What follows belongs to an exercise in optimizing a design on an open flow for a short achievable clock period and few clock cycles per item; a production flow would make more cautious choices.
In this exercise RTL edits were held to simulation tests only and were not proved equivalent to the original.
Power and IR drop assume default switching activity.

===== flow/run.sh =====
#!/bin/bash
# synth_recipe.tcl (not shown) runs the flow's synth.tcl, then flattens the netlist and writes it again
# the make line also repeats each setting of config.mk as NAME=value (left out here)
make -C /OpenROAD-flow-scripts/flow DESIGN_CONFIG=/design/flow/config.mk WORK_HOME=/design/flow/orfs CLKGATE_MAP_FILE= SYNTH_SCRIPT=/design/flow/synth_recipe.tcl finish

===== flow/config.mk =====
export PLATFORM = sky130hd
export DESIGN_NAME = blu_core
export DESIGN_NICKNAME = blu_core
export VERILOG_FILES = /design/flow/design.v
export SDC_FILE = /design/flow/constraint.sdc
export NUM_CORES = 4
export LEC_CHECK = 0
export CAP_MARGIN = 20
export CORE_MARGIN = 2
export CORE_UTILIZATION = 40
export SLEW_MARGIN = 20

===== flow/constraint.sdc =====
create_clock -name core_clock -period 11.0 [get_ports {clk}]
set_input_delay 2.2000 -clock core_clock [delete_from_list [all_inputs] [get_ports {clk}]]
set_output_delay 2.2000 -clock core_clock [all_outputs]
set_load 0.01 [all_outputs]

===== flow/design.v =====
module blu_core (
    input  wire         clk,
    input  wire         rst,
    input  wire         start,
    input  wire [31:0]  ltc,
    output wire         busy,
    output reg          done,
    output reg  [16:0]  charge,
    output wire [15:0]  imem_addr,
    input  wire [31:0]  imem_rdata,
    output wire [9:0]   pt_addr,
    input  wire [7:0]   pt_rdata,
    output wire         pt_we,
    output wire         pt_wdata,
    output wire [9:0]   priv_addr,
    input  wire [97:0]  priv_rdata,
    output wire         priv_we,
    output wire [65:0]  priv_wdata
);
    localparam [7:0] OP_NOP = 8'h00, OP_LD  = 8'h01, OP_ST  = 8'h02, OP_AND = 8'h03,
                     OP_OR  = 8'h04, OP_XOR = 8'h05, OP_SET = 8'h06, OP_RST = 8'h07,
                     OP_LDK = 8'h08, OP_LDV = 8'h09, OP_LDQ = 8'h0A, OP_LDS = 8'h0B,
                     OP_ANDB = 8'h10, OP_ORB = 8'h11, OP_CLB = 8'h12,
                     OP_TON = 8'h20, OP_TOF = 8'h21, OP_TP  = 8'h22,
                     OP_REDGE = 8'h23, OP_FEDGE = 8'h24, OP_CTU = 8'h25, OP_CRS = 8'h26,
                     OP_JC  = 8'h30, OP_JNC = 8'h31, OP_END = 8'h3F;
    localparam PQ_N = 4;    
    localparam RQ_N = 4;    
    reg         busy_r;
    reg         ending;           
    reg  [31:0] lrel;             
    reg         acc;
    reg  [15:0] stk_v;            
    reg  [15:0] stk_or;
    assign busy = busy_r;
    wire start_acc = start && !busy_r;
    reg  [15:0] pc_f;   reg f_v;
    reg  [15:0] i_pc;   reg i_v;
    reg  [15:0] d_pc;   reg d_v;   reg [31:0] d_ir;
    reg         d_rdpt, d_rdrc, d_end;   
    reg  [1:0]  d_tbl;
    reg  [15:0] e1_pc;  reg e1_v;  reg [31:0] e1_ir;  reg [15:0] e1_tgt;
    reg         e1_st, e1_rc, e1_jmp, e1_end;
    reg  [1:0]  e1_tbl;
    reg         e2_v;   reg [31:0] e2_ir;  reg [15:0] e2_tgt;
    reg         e2_st, e2_rc, e2_jmp, e2_end, e2_late;
    reg  [1:0]  e2_tbl;
    reg  [6:0]  e2_pw;                
    reg  [97:0] e2_pr;                
    assign imem_addr = pc_f;
    function automatic f_rdpt(input [7:0] o);
        f_rdpt = (o == OP_LD) || (o == OP_AND) || (o == OP_OR) || (o == OP_XOR) ||
                 (o == OP_LDV) || (o == OP_LDQ) || (o == OP_LDS) ||
                 (o == OP_ANDB) || (o == OP_ORB);
    endfunction
    function automatic f_rc(input [7:0] o);
        f_rc = (o == OP_TON) || (o == OP_TOF) || (o == OP_TP) || (o == OP_REDGE) ||
               (o == OP_FEDGE) || (o == OP_CTU) || (o == OP_CRS);
    endfunction
    function automatic [1:0] f_tbl(input [7:0] o);
        f_tbl = ((o == OP_REDGE) || (o == OP_FEDGE)) ? 2'd1 :
                ((o == OP_CTU) || (o == OP_CRS)) ? 2'd2 : 2'd0;
    endfunction
    wire [7:0] d_opc = d_ir[31:24];
    wire d_st  = (d_opc == OP_ST) || (d_opc == OP_SET) || (d_opc == OP_RST);
    wire d_jmp = (d_opc == OP_JC) || (d_opc == OP_JNC);
    reg  [PQ_N-1:0] pq_v;
    reg  [9:0]      pq_a [0:PQ_N-1];
    reg  [PQ_N-1:0] pq_d;
    reg  [RQ_N-1:0] rq_v;
    reg  [9:0]      rq_a [0:RQ_N-1];
    reg  [65:0]     rq_d [0:RQ_N-1];
    assign pt_addr    = d_rdpt ? d_ir[9:0] : pq_a[0];
    assign pt_we      = pq_v[0] && !d_rdpt;
    assign pt_wdata   = pq_d[0];
    assign priv_addr  = d_rdrc ? {d_tbl, d_ir[7:0]} : rq_a[0];
    assign priv_we    = rq_v[0] && !d_rdrc;
    assign priv_wdata = rq_d[0];
    wire pq_pop = pt_we;
    wire rq_pop = priv_we;
    wire [7:0]  opc  = e2_ir[31:24];
    wire [3:0]  mod  = e2_ir[23:20];
    wire [1:0]  pval = e2_pw[1:0];
    wire [1:0]  pvld = e2_pw[3:2];
    wire        psub = e2_pw[4];
    wire        pold = e2_pw[5];
    wire        pdbl = e2_pw[6];
    wire        pbad = (pvld == 2'b01) || (pvld == 2'b10);
    reg         x_raw;
    always @(*) begin
        case (opc)
            OP_LDV: x_raw = (pvld == 2'b00);
            OP_LDQ: x_raw = !pbad;
            OP_LDS: x_raw = psub | pold;
            default: begin
                if (pdbl) begin
                    case (mod[3:2])
                        2'b00:   x_raw = (pval == 2'b10);
                        2'b01:   x_raw = (pval == 2'b01);
                        default: x_raw = (pval == 2'b00) || (pval == 2'b11);
                    endcase
                end else begin
                    x_raw = pval[0];
                end
            end
        endcase
    end
    wire opnd = (mod[1] && pbad) ? 1'b0 : (x_raw ^ mod[0]);
    reg acc_fast;
    always @(*) begin
        acc_fast = acc;
        if (e2_v) begin
            case (opc)
                OP_LD, OP_LDV, OP_LDQ, OP_LDS, OP_ANDB, OP_ORB: acc_fast = opnd;
                OP_AND: acc_fast = acc & opnd;
                OP_OR:  acc_fast = acc | opnd;
                OP_XOR: acc_fast = acc ^ opnd;
                OP_LDK: acc_fast = e2_ir[0];
                OP_CLB: acc_fast = stk_or[0] ? (stk_v[0] | acc) : (stk_v[0] & acc);
                default: ;
            endcase
        end
    end
    wire [31:0] r_pt  = e2_pr[31:0];
    wire [31:0] r_et  = e2_pr[63:32];
    wire [31:0] r_lp  = e2_pr[95:64];
    wire        r_pin = e2_pr[96];
    wire        r_run = e2_pr[97];
    wire [33:0] ca = {2'b0, r_et};
    wire [33:0] cb = {2'b0, lrel};
    wire [33:0] cc = {2'b0, ~r_lp};
    wire [33:0] cd = {2'b0, ~r_pt};
    wire [33:0] s1 = ca ^ cb ^ cc;
    wire [33:0] m1 = (ca & cb) | (ca & cc) | (cb & cc);
    wire [33:0] c1 = {m1[32:0], 1'b1};
    wire [33:0] s2 = s1 ^ c1 ^ cd;
    wire [33:0] m2 = (s1 & c1) | (s1 & cd) | (c1 & cd);
    wire [33:0] c2 = {m2[32:0], 1'b1};
    wire [33:0] y  = s2 + c2;
    wire        lwrap = (lrel < r_lp);
    wire        t_c   = lwrap ? (y[33] | y[32]) : y[33];
    wire [31:0] x_lo  = s1[31:0] + c1[31:0];           
    wire [31:0] adv   = t_c ? r_pt : x_lo;             
    wire        t_z   = (r_pt == 32'd0);
    wire        c_ge  = (r_et >= r_pt);
    wire        c_ge1 = ({1'b0, r_et} + 33'd1 >= {1'b0, r_pt});
    wire        c_max = (r_et == 32'hFFFF_FFFF);
    wire        c_inc = acc && !r_pin && !c_max;
    reg  [31:0] n_et;
    reg  [31:0] n_lp;
    reg         n_pin;
    reg         n_run;
    reg         t_q;
    always @(*) begin
        n_et  = r_et;
        n_lp  = r_lp;
        n_pin = r_pin;
        n_run = r_run;
        t_q   = acc;
        case (opc)
            OP_TON: begin
                n_et  = (acc && r_pin) ? adv : 32'd0;
                n_pin = acc;
                n_lp  = lrel;
                t_q   = acc && (r_pin ? t_c : t_z);
            end
            OP_TOF: begin
                n_et  = (!acc && !r_pin) ? adv : 32'd0;
                n_pin = acc;
                n_lp  = lrel;
                t_q   = acc || (r_pin ? !t_z : !t_c);
            end
            OP_TP: begin
                if (r_run) begin
                    n_et  = adv;
                    n_run = !t_c;
                    t_q   = !t_c;
                end else if (acc && !r_pin) begin
                    n_et  = 32'd0;
                    n_run = !t_z;
                    t_q   = !t_z;
                end else begin
                    n_run = 1'b0;
                    t_q   = 1'b0;
                end
                n_pin = acc;
                n_lp  = lrel;
            end
            OP_REDGE: begin
                t_q   = acc && !r_pin;
                n_pin = acc;
            end
            OP_FEDGE: begin
                t_q   = !acc && r_pin;
                n_pin = acc;
            end
            OP_CTU: begin
                n_et  = r_et + {31'd0, c_inc};
                n_pin = acc;
                t_q   = c_inc ? c_ge1 : c_ge;
            end
            OP_CRS: begin
                if (acc)
                    n_et = 32'd0;
                t_q = acc;
            end
            default: ;
        endcase
    end
    wire acc_next = (e2_v && e2_rc) ? t_q : acc_fast;
    wire k2 = e2_v && e2_jmp && e2_late && (acc ^ opc[0]);
    wire e1_late = e2_v && e2_rc;
    wire k1 = !k2 && e1_v && e1_jmp && !e1_late && (acc_fast ^ e1_ir[24]);
    wire [9:0] d_pa = d_ir[9:0];
    wire [9:0] d_ra = {d_tbl, d_ir[7:0]};
    reg  haz_pt, haz_rc;
    integer q;
    always @(*) begin
        haz_pt = (e1_v && e1_st && (e1_ir[9:0] == d_pa)) ||
                 (e2_v && e2_st && (e2_ir[9:0] == d_pa));
        for (q = 0; q < PQ_N; q = q + 1)
            if (pq_v[q] && (pq_a[q] == d_pa)) haz_pt = 1'b1;
        haz_rc = (e1_v && e1_rc && ({e1_tbl, e1_ir[7:0]} == d_ra)) ||
                 (e2_v && e2_rc && ({e2_tbl, e2_ir[7:0]} == d_ra));
        for (q = 0; q < RQ_N; q = q + 1)
            if (rq_v[q] && (rq_a[q] == d_ra)) haz_rc = 1'b1;
    end
    wire pq_full = pq_v[PQ_N-1] || (pq_v[PQ_N-2] && ((e1_v && e1_st) || (e2_v && e2_st))) ||
                   (pq_v[PQ_N-3] && e1_v && e1_st && e2_v && e2_st);
    wire rq_full = rq_v[RQ_N-1] || (rq_v[RQ_N-2] && ((e1_v && e1_rc) || (e2_v && e2_rc))) ||
                   (rq_v[RQ_N-3] && e1_v && e1_rc && e2_v && e2_rc);
    wire d_replay = d_v && ((d_rdpt && haz_pt) || (d_rdrc && haz_rc) ||
                            (d_st && pq_full) || (d_rdrc && rq_full));
    wire kr = !k2 && !k1 && d_replay;
    wire ke = !k2 && !k1 && d_v && d_end;       
    wire redirect = k2 || k1 || kr;
    wire [15:0] tgt = k2 ? e2_tgt : k1 ? e1_tgt : d_pc;
    wire pq_push = e2_v && e2_st && ((opc == OP_ST) || acc);
    wire pq_pdat = (opc == OP_ST) ? (acc ^ mod[0]) : (opc == OP_SET);
    wire rq_push = e2_v && e2_rc;
    wire [65:0] rq_pdat = {n_run, n_pin, n_lp, n_et};
    wire end_commit = e2_v && e2_end;
    wire pq_empty_nx = !pq_v[0] || (!pq_v[1] && pq_pop);
    wire rq_empty_nx = !rq_v[0] || (!rq_v[1] && rq_pop);
    reg  [PQ_N-1:0] pq_vs, pq_vn;
    reg  [9:0]      pq_an [0:PQ_N-1];
    reg  [PQ_N-1:0] pq_dn;
    reg  [RQ_N-1:0] rq_vs, rq_vn;
    reg  [9:0]      rq_an [0:RQ_N-1];
    reg  [65:0]     rq_dn [0:RQ_N-1];
    integer j;
    always @(*) begin
        pq_vs = pq_pop ? {1'b0, pq_v[PQ_N-1:1]} : pq_v;
        for (j = 0; j < PQ_N; j = j + 1) begin
            pq_an[j] = (pq_pop && j < PQ_N - 1) ? pq_a[j+1] : pq_a[j];
            pq_dn[j] = (pq_pop && j < PQ_N - 1) ? pq_d[j+1] : pq_d[j];
        end
        pq_vn = pq_vs;
        for (j = 0; j < PQ_N; j = j + 1)
            if (pq_push && !pq_vs[j] && (j == 0 || pq_vs[j-1])) begin
                pq_an[j] = e2_ir[9:0];
                pq_dn[j] = pq_pdat;
                pq_vn[j] = 1'b1;
            end
        rq_vs = rq_pop ? {1'b0, rq_v[RQ_N-1:1]} : rq_v;
        for (j = 0; j < RQ_N; j = j + 1) begin
            rq_an[j] = (rq_pop && j < RQ_N - 1) ? rq_a[j+1] : rq_a[j];
            rq_dn[j] = (rq_pop && j < RQ_N - 1) ? rq_d[j+1] : rq_d[j];
        end
        rq_vn = rq_vs;
        for (j = 0; j < RQ_N; j = j + 1)
            if (rq_push && !rq_vs[j] && (j == 0 || rq_vs[j-1])) begin
                rq_an[j] = {e2_tbl, e2_ir[7:0]};
                rq_dn[j] = rq_pdat;
                rq_vn[j] = 1'b1;
            end
    end
    integer k;
    always @(posedge clk) begin
        e2_pw <= pt_rdata[6:0];
        e2_pr <= priv_rdata;
        i_pc  <= pc_f;
        d_ir  <= imem_rdata;
        d_pc  <= i_pc;
        d_rdpt <= i_v && f_rdpt(imem_rdata[31:24]) && !(d_v && d_end);
        d_rdrc <= i_v && f_rc(imem_rdata[31:24]) && !(d_v && d_end);
        d_tbl  <= f_tbl(imem_rdata[31:24]);
        d_end  <= (imem_rdata[31:24] == OP_END);
        e1_pc  <= d_pc;
        e1_ir  <= d_ir;
        e1_tgt <= d_pc + 16'd1 + d_ir[15:0];
        e1_st  <= d_st;
        e1_rc  <= d_rdrc;
        e1_tbl <= d_tbl;
        e1_jmp <= d_jmp;
        e1_end <= d_end;
        e2_ir  <= e1_ir;
        e2_tgt <= e1_tgt;
        e2_st  <= e1_st;
        e2_rc  <= e1_rc;
        e2_tbl <= e1_tbl;
        e2_jmp <= e1_jmp;
        e2_end <= e1_end;
        e2_late <= e1_late;
        for (k = 0; k < PQ_N; k = k + 1) begin
            pq_a[k] <= pq_an[k];
            pq_d[k] <= pq_dn[k];
        end
        for (k = 0; k < RQ_N; k = k + 1) begin
            rq_a[k] <= rq_an[k];
            rq_d[k] <= rq_dn[k];
        end
        if (rst) begin
            busy_r <= 1'b0;
            done   <= 1'b0;
            ending <= 1'b0;
            pc_f   <= 16'd0;
            f_v    <= 1'b0;
            i_v    <= 1'b0;
            d_v    <= 1'b0;
            e1_v   <= 1'b0;
            e2_v   <= 1'b0;
            pq_v   <= {PQ_N{1'b0}};
            rq_v   <= {RQ_N{1'b0}};
            acc    <= 1'b0;
            charge <= 17'd0;
        end else begin
            e2_v <= e1_v && !k2;
            e1_v <= d_v && !k2 && !k1 && !kr;
            d_v  <= i_v && !redirect && !ke;
            i_v  <= (f_v && !redirect && !ke) || start_acc;
            if (redirect) begin
                pc_f <= tgt;
                f_v  <= 1'b1;
            end else if (ke) begin
                pc_f <= 16'd0;
                f_v  <= 1'b0;
            end else if (f_v || start_acc) begin
                pc_f <= pc_f + 16'd1;
                f_v  <= 1'b1;
            end
            pq_v <= pq_vn;
            rq_v <= rq_vn;
            if (e2_v) begin
                acc    <= acc_next;
                charge <= charge + 17'd1;
                if (opc == OP_ANDB || opc == OP_ORB) begin
                    stk_v  <= {stk_v[14:0], acc};
                    stk_or <= {stk_or[14:0], opc[0]};
                end else if (opc == OP_CLB) begin
                    stk_v  <= {1'b0, stk_v[15:1]};
                    stk_or <= {1'b0, stk_or[15:1]};
                end
            end
            done <= 1'b0;
            if (end_commit)
                ending <= 1'b1;
            if ((ending || end_commit) && pq_empty_nx && rq_empty_nx) begin
                done   <= 1'b1;
                ending <= 1'b0;
                busy_r <= 1'b0;
            end
            if (start_acc) begin
                busy_r <= 1'b1;
                lrel   <= ltc;
                acc    <= 1'b0;
                charge <= 17'd0;
            end
        end
    end
endmodule

==> impl_metrics.json <==
{
  "outcome": "timing/DRC/antenna clean",
  "p_per_area_mw_per_mm2": 152,
  "cpMaxStageDelayCell": "a221oi_2",
  "drt_wl_total_mm": 101,
  "synth_cell_types": 106,
  "die_y_um": 303,
  "synth-async-reset-ratio_pct": 0,
  "vias": 25300,
  "setup_violations": 0,
  "coreArea_mm2": 0.0885,
  "synth_edf_count": 412,
  "start_util_pct": 40.4,
  "syn2layout_area_growth_pct": 19.0,
  "period_share_pct": 52.0,
  "startpoint_type": "flop",
  "layout_commonest_cell": "edfxtp_1",
  "synth_area_mm2": 0.0358,
  "synth_warnings": 10,
  "fin_ws_ns": 5.29,
  "grt_usage_pct": 21.9,
  "ys_seq_elements": 721,
  "antenna_cells": 0,
  "leakagePower_nw": 16.5,
  "slew_viol_final": 0,
  "clock_skew_ns": 0.0250,
  "end_kind": "flop",
  "grt_overflow": 0,
  "ios": 297,
  "place_congestion": 0.903,
  "max_freq_mhz": 175,
  "clk_path_buf_depth": 3,
  "synth-main-ff-cell": "edfxtp_1",
  "drc": 0,
  "ant_nets": 0,
  "cts_max_level": 3,
  "finalSetupTns_ns": 0,
  "dr.pass1.iters": 6,
  "cts_sinks": 721,
  "synth_cells": 3268,
  "io_buffers": 291,
  "via_per_inst": 5.29,
  "crit_path_max_incr_delay_ns": 0.76,
  "fp.dieW_um": 303,
  "die_area_mm2": 0.0919,
  "layout_common_cells": "edfxtp_1, dfxtp_1, clkdlybuf4s50_1, nand2_1, inv_1",
  "antenna_found_initial": 2,
  "clk_latency_ns": 0.64,
  "syn_avg_cell_area_um2": 11.0,
  "rsz0062_at_grt": "false",
  "tightest_slew_ns": 1.07,
  "hp-class": "reg -> reg",
  "crit_chain": "inv_1, fa_1, fa_1, inv_1, ha_1, nor2b_1, o211ai_1, a2111oi_0, a211oi_1, o221ai_1, a221oi_2, o21a_2, buf_4, mux2i_1, a221oi_2, a21oi_1",
  "cp_max_fo": 36,
  "wl_per_cell_um": 21.2,
  "first_iter_violations": 2268,
  "clk_pin_slew_ns": 0.06,
  "dpl_worst_slack_ns": 5.29,
  "drv_cap": 0,
  "post_cts_buffers": 0,
  "grt_max_degree": 102,
  "fin_nets": 3966,
  "vdd_drop_max_uv": 104,
  "seq_area_frac_synth_pct": 51.8,
  "hold_violations": 0,
  "cts-hold-fix-buffers": 0,
  "numCtsBuffers": 80,
  "cts_root_buf": "clkbuf_16",
  "ctsResizeCount": 0,
  "grt_pass1_wl_mm": 151,
  "period_needed_ns": 5.71,
  "synth_fp_nets": 3688,
  "cts_tree": "yes",
  "grt_pass1_vias": 24100,
  "crit_required_ns": 11.33,
  "rows": 109,
  "slew_headroom_pct": 28.5,
  "hpwl_mm": 76.2,
  "critPathKind": "reg -> reg",
  "drive_gt1_share_pct": 10.6,
  "cp_data_arrival_time_ns": 6.04
}
logic make-up after synthesis:
family | count (synthesis) | share of synthesized area, %
muxes | 187 | 5.81
xor gates and xnor gates | 194 | 4.75
buffers and inverters | 401 | 4.42
adders and majority gates | 248 | 10.0
DFF | 721 | 51.8
and+or+nand+nor | 867 | 11.5
AOI/OAI and AO/OA | 650 | 11.7
report_power, final:
| group | internal, mW | total [mW] | leakage (nW) | switching [mW] |
|---|---|---|---|---|
| combinational | 0.352 | 0.836 | 8.93 | 0.483 |
| clock | 1.57 | 2.69 | 1.30 | 1.12 |
| sequential | 2.89 | 2.97 | 6.28 | 0.0755 |
worst paths after layout:
| check | slack [ns] | cells past startpoint | to | startpoint |
|---|---|---|---|---|
| min reg2reg | 0.32 | 0 | d_pc[11] | i_pc[11] |
| max reg2reg | 5.29 | 16 | rq_d[2][2] | e2_pr[33] |
| max | 5.29 | 16 | rq_d[2][2] | e2_pr[33] |
| min | 0.32 | 0 | d_pc[11] | i_pc[11] |
flip-flops by register name (all words and copies together) (netlist names), 17 cells and up:
| signal | cells |
|---|---|
| rq_d | 264 |
| e2_pr | 98 |
| pq_a | 40 |
| rq_a | 40 |
| lrel | 32 |
| d_ir | 28 |
| e1_ir | 22 |
| e2_ir | 22 |
| charge | 17 |
cell type report:
class | instances | area, µm²
Clock buffer | 106 | 2200
Clock inverter | 41 | 434
Fill cell | 8084 | 45900
Inverter | 275 | 1030
Multi-Input combinational cell | 2146 | 15800
Sequential cell | 721 | 18600
Tap cell | 1165 | 1460
Timing Repair Buffer | 322 | 3160
stage by stage:
step	hold WS (ns)	total power [mW]	instances	cell area [µm²]	util (%)
finish	0.319	6.49	4776	42600	48.1
global route	0.327	6.76	4776	42600	48.1
CTS	0.322	6.54	4774	42600	48.1
detailed placement	0.312	3.84	4627	39900	45.1
global placement	0.310	3.84	4627	39900	45.1
floorplan	0.310	3.56	3268	35800	-
worst max-delay path, delay by kind of cell (launching register included):
kind | cells | cell delay [ns]
adder cells (fa/ha/maj) | 3 | 1.35
AO/OA/AOI/OAI | 8 | 2.52
multiplexers | 1 | 0.19
AND/OR/NAND/NOR | 1 | 0.13
flip-flops | 1 | 0.52
buffers and inverters | 3 | 0.67
synth_stat cells, types with 6 or more instances:
library cell	n	area [µm²]
o21ai_0	154	771
and2_1	13	81.3
nor4_1	37	231
buf_1	8	30.0
o22a_1	6	52.6
o22ai_1	9	56.3
dfxtp_1	309	6190
nor3b_1	6	45.0
ha_1	182	2280
mux2i_1	25	250
nor2b_1	20	125
o21a_1	19	143
nand3_1	62	310
inv_1	272	1020
nand2_1	288	1080
xnor2_1	114	998
edfxtp_1	412	12400
a211oi_1	11	82.6
nor2_1	235	882
o21ai_1	34	170
nand4_1	58	363
xor2_1	80	701
mux2_2	158	1780
clkbuf_1	96	360
buf_2	13	65.1
nand3b_1	6	45.0
o31ai_1	6	45.0
a2111oi_0	9	78.8
a31oi_1	15	93.8
o221ai_2	6	90.1
fa_1	65	1300
a21o_1	49	368
o21ai_2	7	61.3
nor3_1	45	225
a221oi_1	14	123
or2_1	6	37.5
and3_1	23	144
nand2b_1	16	100
and4_1	7	61.3
o211ai_1	15	113
or3_1	16	100
a211o_1	6	52.6
a21oi_1	208	1040
metal layers:
layer / global-route usage (%) / part of all wire [%] / vias up
li1: - / - / 12200
met1: 33.9 / 50 / 12200
met2: 31.8 / 42 / 768
met3: 3.59 / 6.3 / 108
met4: 4.86 / 1.8 / 0
met5: 0 / 0 / -
Testbench counts, summed over its fixed seeds: cycles 124,205, instrs 111,424.

[separate check: timing with driven ports]
In the flow no input, the clock included, has a driving cell. The finished layout below was timed again as built, in two steps.
Step 1 assumes that a clkbuf_16 drives the clock port and a buf_2 every other input.
Step 2 times the ports against the registers' clock, not the clock port: input delays grow and output delays shrink by t, the midpoint of the rising clock arrivals with the driver on.
a / b / c = ideal / step 1 / step 2; a / b = the first two.
t, ns: 0.689
setup WS [ns]: 5.285 / 5.285 / 5.285
worst hold slack (ns): 0.319 / 0.319 / 0.319
worst setup path at the end: register to register
clock arrival spread, ns: 0.026 / 0.026
After both steps this run still meets setup and hold. For this run, drivers alone change the setup slack by 0.000 ns; drivers and shift together by 0.000 ns.
